Context: an optimization exercise on an open-source flow, tuned for small area. The choices shown serve that exercise and are no tape-out recipe.
In this exercise RTL edits were held to simulation tests only and were not proved equivalent to the original.
Power figures rest on the tool's default switching activity, not on a simulated workload.

==> flow/design.v (excerpt) <==
module scl_pulse (
    input  wire        clk,
    input  wire        rst,               
    input  wire [16:0] cfg_const,         
    input  wire        cfg_test,          
    input  wire [15:0] cfg_tick_len,      
    input  wire        tick,              
    input  wire [47:0] e_uj,              
    output reg         pls,               
    output reg  [31:0] backlog,           
    output reg         bklg_evt           
);
    localparam [29:0] KD = 30'd439453125;    
    reg  [7:0]  cnt;
    wire        ph_mul  = (cnt >= 8'd56)  && (cnt <= 8'd103);
    wire        ph_div  = (cnt >= 8'd104) && (cnt <= 8'd127);
    wire        ph_tot  = (cnt >= 8'd128) && (cnt <= 8'd182);   
    wire        ph_rot  = (cnt >= 8'd128) && (cnt <= 8'd169);   
    wire        rh_mul  = (cnt >= 8'd56)  && (cnt <= 8'd80);    
    wire        rh_ld   = (cnt >= 8'd128) && (cnt <= 8'd152);   
    wire        q_on    = (cnt <= 8'd151);            
    wire        n_on    = (cnt <= 8'd135);            
    wire        s_on    = (cnt >= 8'd160);            
    wire [2:0]  kb      = cnt[2:0];                   
    wire        idle    = (cnt == 8'd215);
    reg  [65:0] z;
    reg  [24:0] rh;           
    reg         rz;           
    reg  [54:0] t_q;          
    reg         tz;           
    reg         c1, b2;       
  ...
For scale: about 1000 cells after synthesis, about 240 flip-flops, about 120 I/O pins, about 10000 um^2 of cells after synthesis.
export LEC_CHECK = 0
export CAP_MARGIN = 20
export CORE_MARGIN = 2
export CORE_UTILIZATION = 40
export SLEW_MARGIN = 20
create_clock -name core_clock -period 20.0 [get_ports {clk}]
standard.sh (not shown) runs the stock make flow with config.mk's settings and CLKGATE_MAP_FILE= SYNTH_SCRIPT=/design/flow/synth_recipe.tcl, a recipe that flattens the netlist after the stock synthesis.
==> flow/flow/run.sh <==
#!/bin/bash
# Own layout flow: the standard ORFS flow (standard.sh) with
#  - synthesis: the standard synthesis script, but ABC maps with an area
#    oriented script (flow/abc.script) and Yosys's full-adder extraction is
#    off; registers, their names and cell types are as in the standard one;
#  - every port still gets a buffer, of the smallest buffer cell;
#  - clock tree synthesis without dummy loads and with smaller buffers.
# Each make run writes its full output to a log file in the work folder.
set -euo pipefail
W=$(pwd)
F=$W/flow
cat > $W/own_synth.tcl <<EOT
proc abc {args} {
  set i [lsearch -exact \$args -script]
  if {\$i >= 0} { lset args [expr {\$i + 1}] $F/abc.script }
  yosys abc {*}\$args
}
source $W/synth_recipe.tcl
EOT
CTS="-sink_clustering_enable -repair_clock_nets -dont_use_dummy_load -buf_list sky130_fd_sc_hd__clkbuf_8 -sink_clustering_size 16 -sink_clustering_max_diameter 60"
bash standard.sh SYNTH_SCRIPT=$W/own_synth.tcl ADDER_MAP_FILE= \
  "BUFFER_PORTS_ARGS=-buffer_cell sky130_fd_sc_hd__buf_1" \
  "CTS_ARGS=$CTS" finish > $W/make_finish.log 2>&1
==> flow/flow/abc.script <==
strash
&get -n
&deepsyn -T 20
&put
dch -f
amap
topo
Change:
--- a/flow/flow/run.sh
+++ b/flow/flow/run.sh
@@ -20 +20 @@
-CTS="-sink_clustering_enable -repair_clock_nets -dont_use_dummy_load -buf_list sky130_fd_sc_hd__clkbuf_8 -sink_clustering_size 16 -sink_clustering_max_diameter 60"
+CTS="-sink_clustering_enable -repair_clock_nets -dont_use_dummy_load -buf_list sky130_fd_sc_hd__clkbuf_4 -sink_clustering_size 10 -sink_clustering_max_diameter 60"
Effect: Synthesized area is unchanged; cell area went down slightly; count of clock-buffer cells in the layout went up by 5; worst setup slack gets better by 0.14 ns; via count went up slightly; non-clock buffer count is unchanged; wire length hardly moves; global-route usage hardly moves; total power went down by a few percent; die area does not change; utilization went down by 0.43 points.

========
rev 12:
Another version of the RTL of scl_pulse (not shown whole).
Size: ~1,100 cells after synthesis, roughly 200 flip-flops, roughly 120 I/O pins, roughly 9300 um^2 of cells after synthesis.
## scl_pulse
module scl_pulse (
    input  wire        clk,
    input  wire        rst,               
    input  wire [16:0] cfg_const,         
    input  wire        cfg_test,          
    input  wire [15:0] cfg_tick_len,      
    input  wire        tick,              
    input  wire [47:0] e_uj,              
    output reg         pls,               
    output wire [31:0] backlog,           
    output reg         bklg_evt           
);
    localparam [29:0] KD = 30'd439453125;    
    reg  [7:0]  cnt;
    wire        idle    = (cnt[7:2] == 6'd59);        
    wire        ph_mul  = (cnt < 8'd104);             
    wire        ph_div  = !cnt[7] && (cnt >= 8'd104);      
    wire        ph_tot  = cnt[7] && (cnt <= 8'd182);  
    wire        rh_mul  = (cnt <= 8'd80);             
    wire        rh_sh   = (cnt <= 8'd152);            
    wire        lo_on   = !cnt[5];                    
    wire        q_on    = !cnt[5] && !(cnt[4] && cnt[3]);   
    wire        n_on    = (cnt[5:3] == 3'd0);         
    wire        s_on    = cnt[5];                     
    wire [2:0]  kb      = cnt[2:0];                   
    wire        w_go    = (cnt == 8'd215);            
    reg  [65:0] z;
    reg  [24:0] rh;           
    reg         rz;           
    reg  [31:0] t_lo_n;       
    reg  [22:0] t_hi;         
    reg         tz;           
    reg         c1, b2;       
    reg         sat;          
    reg         sat_w;        
    wire [7:0]  n_max = cfg_test ? 8'd200 : 8'd4;
    wire        cin   = rh[0] & ~rz & rh_mul;
    wire [18:0] m_s   = {1'b0, z[65:48]} + (z[0] ? {2'b0, cfg_const} : 19'd0) + {1'b0, cin, 17'd0};
    wire [29:0] d_v   = z[65:36];
  ...
clock: 20.0 ns
lec_check: 0
cap_margin: 20
core_margin: 2
core_utilization: 50
slew_margin: 20
==> flow/flow/run.sh <==
#!/bin/bash
# Own layout flow: the standard ORFS flow (standard.sh) with
#  - synthesis: the standard synthesis script, but ABC maps with an area
#    oriented script (flow/abc.script) and Yosys's full-adder extraction is
#    off; registers, their names and cell types are as in the standard one;
#  - every port still gets a buffer, of the smallest buffer cell;
#  - clock tree synthesis without dummy loads and with smaller buffers.
# Each make run writes its full output to a log file in the work folder.
set -euo pipefail
W=$(pwd)
F=$W/flow
cat > $W/own_synth.tcl <<EOT
proc abc {args} {
  set i [lsearch -exact \$args -script]
  if {\$i >= 0} { lset args [expr {\$i + 1}] $F/abc.script }
  yosys abc {*}\$args
}
source $W/synth_recipe.tcl
EOT
CTS="-sink_clustering_enable -repair_clock_nets -dont_use_dummy_load -buf_list sky130_fd_sc_hd__clkbuf_4 -sink_clustering_size 9 -sink_clustering_max_diameter 50"
bash standard.sh SYNTH_SCRIPT=$W/own_synth.tcl ADDER_MAP_FILE= \
  "BUFFER_PORTS_ARGS=-buffer_cell sky130_fd_sc_hd__buf_1" \
  "CTS_ARGS=$CTS" finish > $W/make_finish.log 2>&1
==> flow/flow/abc.script <==
strash
&get -n
&deepsyn -T 20
&put
dch -f
amap -F 2 -A 20
topo
Rev 12 went all the way through synthesis, placement and routing and the layout is clean on timing, DRC and antenna.
Relative to rev 12, the following input files were edited for rev 13:
diff --git a/flow/flow/run.sh b/flow/flow/run.sh
--- a/flow/flow/run.sh
+++ b/flow/flow/run.sh
@@ -3,3 +3,4 @@
 #  - synthesis: the standard synthesis script, but ABC maps with an area
-#    oriented script (flow/abc.script) and Yosys's full-adder extraction is
+#    oriented script (flow/abc.script; its deepsyn stops after 500 steps without
+#    gain, so the result does not depend on machine load) and Yosys's full-adder extraction is
 #    off; registers, their names and cell types are as in the standard one;
==> flow/flow/abc.script <==
strash
&get -n
&deepsyn -J 500 -T 300
&put
dch -f
amap -F 2 -A 20
topo
Rev 13 completed every stage of the flow, and the final layout passed the timing, DRC and antenna checks.
Rev 13: area of the mapped netlist is 1.1% lower than what rev 12 reported.
In the metrics for rev 13 and rev 12, the one carrying the higher half-perimeter wire length after placement is rev 13.
Delta (rev 13 minus rev 12): net load switching power saw an increase; final cell count without fillers decreased by 2.0% relative to the old numbers; average footprint of a synthesized cell went up by about 1.5%; relative contribution of combinational cells to total power higher; fraction of final layout cells sized beyond drive strength 1 flat.
Sort rev 13 and rev 12 by multi-input gate share of total cell area asc -> top: rev 13
The clock buffer count number comes out higher for rev 12 vs rev 13.
For hold slack, rev 12 and rev 13 come out practically identical.

========
Setup of run A:
scl_pulse, a different RTL version from the one above (not shown whole).
Size in the first run: roughly 1100 cells after synthesis, about 200 flip-flops, ~9500 µm² of cells after synthesis.
Settings: LEC_CHECK=0, CAP_MARGIN=20, CORE_MARGIN=2, CORE_UTILIZATION=70, SLEW_MARGIN=20; clock period 20.0 ns.
==> flow/flow/run.sh <==
#!/bin/bash
# Own layout flow: the standard ORFS flow (standard.sh) with
#  - synthesis: the standard synthesis script, but ABC maps with an area
#    oriented script (flow/abc.script) and Yosys's full-adder extraction is
#    off; registers, their names and cell types are as in the standard one;
#  - every port still gets a buffer, of the smallest buffer cell;
#  - clock tree synthesis without dummy loads and with smaller buffers.
# Each make run writes its full output to a log file in the work folder.
set -euo pipefail
W=$(pwd)
F=$W/flow
cat > $W/own_synth.tcl <<EOT
proc abc {args} {
  set i [lsearch -exact \$args -script]
  if {\$i >= 0} { lset args [expr {\$i + 1}] $F/abc.script }
  yosys abc {*}\$args
}
source $W/synth_recipe.tcl
EOT
CTS="-sink_clustering_enable -repair_clock_nets -dont_use_dummy_load -buf_list sky130_fd_sc_hd__clkbuf_4 -sink_clustering_size 10 -sink_clustering_max_diameter 60"
bash standard.sh SYNTH_SCRIPT=$W/own_synth.tcl ADDER_MAP_FILE= \
  "BUFFER_PORTS_ARGS=-buffer_cell sky130_fd_sc_hd__buf_1" \
  "CTS_ARGS=$CTS" finish > $W/make_finish.log 2>&1
==> flow/flow/abc.script <==
strash
&get -n
&deepsyn -T 20
&put
dch -f
amap
topo
Run A: PASS, flow complete, no timing, DRC or antenna violations
Modified inputs, run B compared to run A
# run A
export LEC_CHECK = 0
export CAP_MARGIN = 20
export CORE_MARGIN = 2
export CORE_UTILIZATION = 70
export SLEW_MARGIN = 20
create_clock -name core_clock -period 20.0 [get_ports {clk}]
# run B
export LEC_CHECK = 0
export CAP_MARGIN = 20
export CORE_MARGIN = 2
export CORE_UTILIZATION = 50
export SLEW_MARGIN = 20
create_clock -name core_clock -period 20.0 [get_ports {clk}]
--- a/flow/flow/run.sh
+++ b/flow/flow/run.sh
@@ -19,3 +19,3 @@
 EOT
-CTS="-sink_clustering_enable -repair_clock_nets -dont_use_dummy_load -buf_list sky130_fd_sc_hd__clkbuf_4 -sink_clustering_size 10 -sink_clustering_max_diameter 60"
+CTS="-sink_clustering_enable -repair_clock_nets -dont_use_dummy_load -buf_list sky130_fd_sc_hd__clkbuf_4 -sink_clustering_size 9 -sink_clustering_max_diameter 50"
 bash standard.sh SYNTH_SCRIPT=$W/own_synth.tcl ADDER_MAP_FILE= \
[summary]
met3 usage in global routing sits lower in run B than in run A.
Via count of the first global-routing pass (lower): run B
[run B] worst path setup slack after routing fell 58 ps relative to run A
Run B against run A: power about even; number of storage elements in the synthesis netlist about even.
Input changes introduced in run C (baseline for comparison: run B):
# run B
export LEC_CHECK = 0
export CAP_MARGIN = 20
export CORE_MARGIN = 2
export CORE_UTILIZATION = 50
export SLEW_MARGIN = 20
create_clock -name core_clock -period 20.0 [get_ports {clk}]
# run C
export LEC_CHECK = 0
export CAP_MARGIN = 20
export CORE_MARGIN = 2
export CORE_UTILIZATION = 50
export GPL_ROUTABILITY_DRIVEN = 0
export GPL_TIMING_DRIVEN = 0
export SLEW_MARGIN = 20
create_clock -name core_clock -period 20.0 [get_ports {clk}]
==> flow/flow/abc.script <==
strash
&get -n
&deepsyn -T 20
&put
dch -f
amap -F 2 -A 20
topo
Results
- On global-route usage over all layers, run C tracks run B almost exactly.
- [compare] base=run B new=run C: setup slack moved down; combinational power now sits higher; number of standard cells after synthesis lower.
- In the final reports, the cell area of run C is smaller than that of run B.
- Going from run B to run C, the delay of the slowest cell on the worst path was found to have gone up by 90 ps.
- Leakage power (higher): run B
Modified inputs, run D compared to run C
# run C
export LEC_CHECK = 0
export CAP_MARGIN = 20
export CORE_MARGIN = 2
export CORE_UTILIZATION = 50
export GPL_ROUTABILITY_DRIVEN = 0
export GPL_TIMING_DRIVEN = 0
export SLEW_MARGIN = 20
create_clock -name core_clock -period 20.0 [get_ports {clk}]
# run D
export LEC_CHECK = 0
export CAP_MARGIN = 0
export CORE_MARGIN = 2
export CORE_UTILIZATION = 50
export SLEW_MARGIN = 0
create_clock -name core_clock -period 20.0 [get_ports {clk}]
--- a/flow/flow/run.sh
+++ b/flow/flow/run.sh
@@ -19,3 +19,3 @@
 EOT
-CTS="-sink_clustering_enable -repair_clock_nets -dont_use_dummy_load -buf_list sky130_fd_sc_hd__clkbuf_4 -sink_clustering_size 9 -sink_clustering_max_diameter 50"
+CTS="-sink_clustering_enable -repair_clock_nets -dont_use_dummy_load -buf_list sky130_fd_sc_hd__clkbuf_4 -sink_clustering_size 10 -sink_clustering_max_diameter 60"
 bash standard.sh SYNTH_SCRIPT=$W/own_synth.tcl ADDER_MAP_FILE= \
==> flow/flow/abc.script <==
strash
&get -n
&deepsyn -T 20
&put
dch -f
amap
topo
Notes after the runs:
Run D reached the end of the flow, and the finished layout is clean on the timing, DRC and antenna checks.
Higher clock-buffer cell count among run D and run C: run C
Synthesized area: run D vs run C up 98 µm²
Between run D and run C, it is run D whose count of cell instances traversed by the critical path is lower, by 35.
Status: ratio of cells with drive above 1 in the final layout parity (run D, run C)
Compared with run C, run D shows a lower global-route wire length before repair.
The aggregate routed wire length was comparable across run D and run C.
Of the two candidates, run C has the worse least setup slack across all paths after layout and run D the better one.
What run E does differently from run D at the input level:
# run D
export LEC_CHECK = 0
export CAP_MARGIN = 0
export CORE_MARGIN = 2
export CORE_UTILIZATION = 50
export SLEW_MARGIN = 0
create_clock -name core_clock -period 20.0 [get_ports {clk}]
# run E
export LEC_CHECK = 0
export CAP_MARGIN = 20
export CORE_MARGIN = 2
export CORE_UTILIZATION = 50
export SLEW_MARGIN = 20
create_clock -name core_clock -period 20.0 [get_ports {clk}]
--- a/flow/flow/run.sh
+++ b/flow/flow/run.sh
@@ -19,3 +19,3 @@
 EOT
-CTS="-sink_clustering_enable -repair_clock_nets -dont_use_dummy_load -buf_list sky130_fd_sc_hd__clkbuf_4 -sink_clustering_size 10 -sink_clustering_max_diameter 60"
+CTS="-sink_clustering_enable -repair_clock_nets -dont_use_dummy_load -buf_list sky130_fd_sc_hd__clkbuf_4 -sink_clustering_size 9 -sink_clustering_max_diameter 50"
 bash standard.sh SYNTH_SCRIPT=$W/own_synth.tcl ADDER_MAP_FILE= \
==> flow/flow/abc.script <==
strash
&get -n
&deepsyn -T 20
&put
dch -f
amap -F 2 -A 20
topo
Findings:
- Relative to run D, routed length on met1 decreased by 3.1% in run E.
- Re number of antenna violations at the first check in global routing: no difference whatsoever between run E and run D.
- Compared with run D, run E shows a lower worst setup slack.
- As of run E, met3 wire length had fallen by more than 10% compared to run D.
- Compound-gate portion of the synthesized area (higher): run E
- Clock latency on the worst-skew pair for run E: 20 ps down relative to run D
- Cmp run E vs run D: overall fraction of global-route tracks in use higher in run E
- In run E the share of the clock period used by the worst path after layout turned out 0.77 points higher than in run D.
- Total of plain and repair buffers excluding clock buffers, run E and run D: smaller value in run E
- When run E is measured against run D, its wire length of the first global-routing pass turns out 640 µm higher.
Setup changes, run E to run F
--- a/flow/flow/run.sh
+++ b/flow/flow/run.sh
@@ -19,3 +19,3 @@
 EOT
-CTS="-sink_clustering_enable -repair_clock_nets -dont_use_dummy_load -buf_list sky130_fd_sc_hd__clkbuf_4 -sink_clustering_size 9 -sink_clustering_max_diameter 50"
+CTS="-sink_clustering_enable -repair_clock_nets -dont_use_dummy_load -buf_list sky130_fd_sc_hd__clkbuf_4 -sink_clustering_size 10 -sink_clustering_max_diameter 60"
 bash standard.sh SYNTH_SCRIPT=$W/own_synth.tcl ADDER_MAP_FILE= \
==> flow/flow/abc.script <==
strash
&get -n
&deepsyn -T 20
&put
dch -f
amap
topo
- Run E vs run F, cell type of the slowest stage on the worst timing path: buf_1 vs clkinv_1
- Run F does worse than run E on final standard cell area without fillers.
- On power drawn by the clock network, the higher figure sits with run E, not run F.
- Lower first-pass GRT wire length was reported by run F, not run E.

-- separate check: timing with driven ports --
Ports are ideal in the flow. The routed layouts listed here were re-timed in OpenROAD. Step 1: set_driving_cell puts a clkbuf_16 on clk and a buf_2 on each other input, an assumption about the parent block. Step 2 moves the port delays by t, midway between the first and last clock arrival at a register: inputs arrive t later, outputs are due t later. That takes back most of the time a late clock gives input paths. Three values: ideal, step 1, step 2; two values: the first two.
| run | t (ns) | setup slack, ns | worst register clock-pin slew, ns |
|---|---|---|---|
| the first run of note 1 | 0.573 | 11.492 / 11.516 / 10.944 | 0.10 / 0.10 |
| the second run of note 1 | 0.707 | 11.631 / 11.652 / 10.945 | 0.11 / 0.11 |
| rev 12 | 0.694 | 10.996 / 10.969 / 10.793 | 0.12 / 0.12 |
| rev 13 | 0.677 | 10.893 / 10.869 / 10.833 | 0.10 / 0.10 |
| run A | 0.658 | 10.850 / 10.824 / 10.439 | 0.12 / 0.12 |
| run B | 0.674 | 10.792 / 10.767 / 10.514 | 0.11 / 0.11 |
| run C | 0.680 | 10.510 / 10.526 / 9.845 | 0.11 / 0.11 |
| run D | 0.691 | 10.806 / 10.781 / 10.504 | 0.12 / 0.12 |
| run E | 0.670 | 10.653 / 10.616 / 10.324 | 0.11 / 0.11 |
| run F | 0.691 | 10.806 / 10.781 / 10.504 | 0.12 / 0.12 |
After both steps setup and hold are still met in every run listed. For the second run of note 1, which loses most, drivers alone change the setup slack by +0.021 ns; drivers and shift together by -0.686 ns.
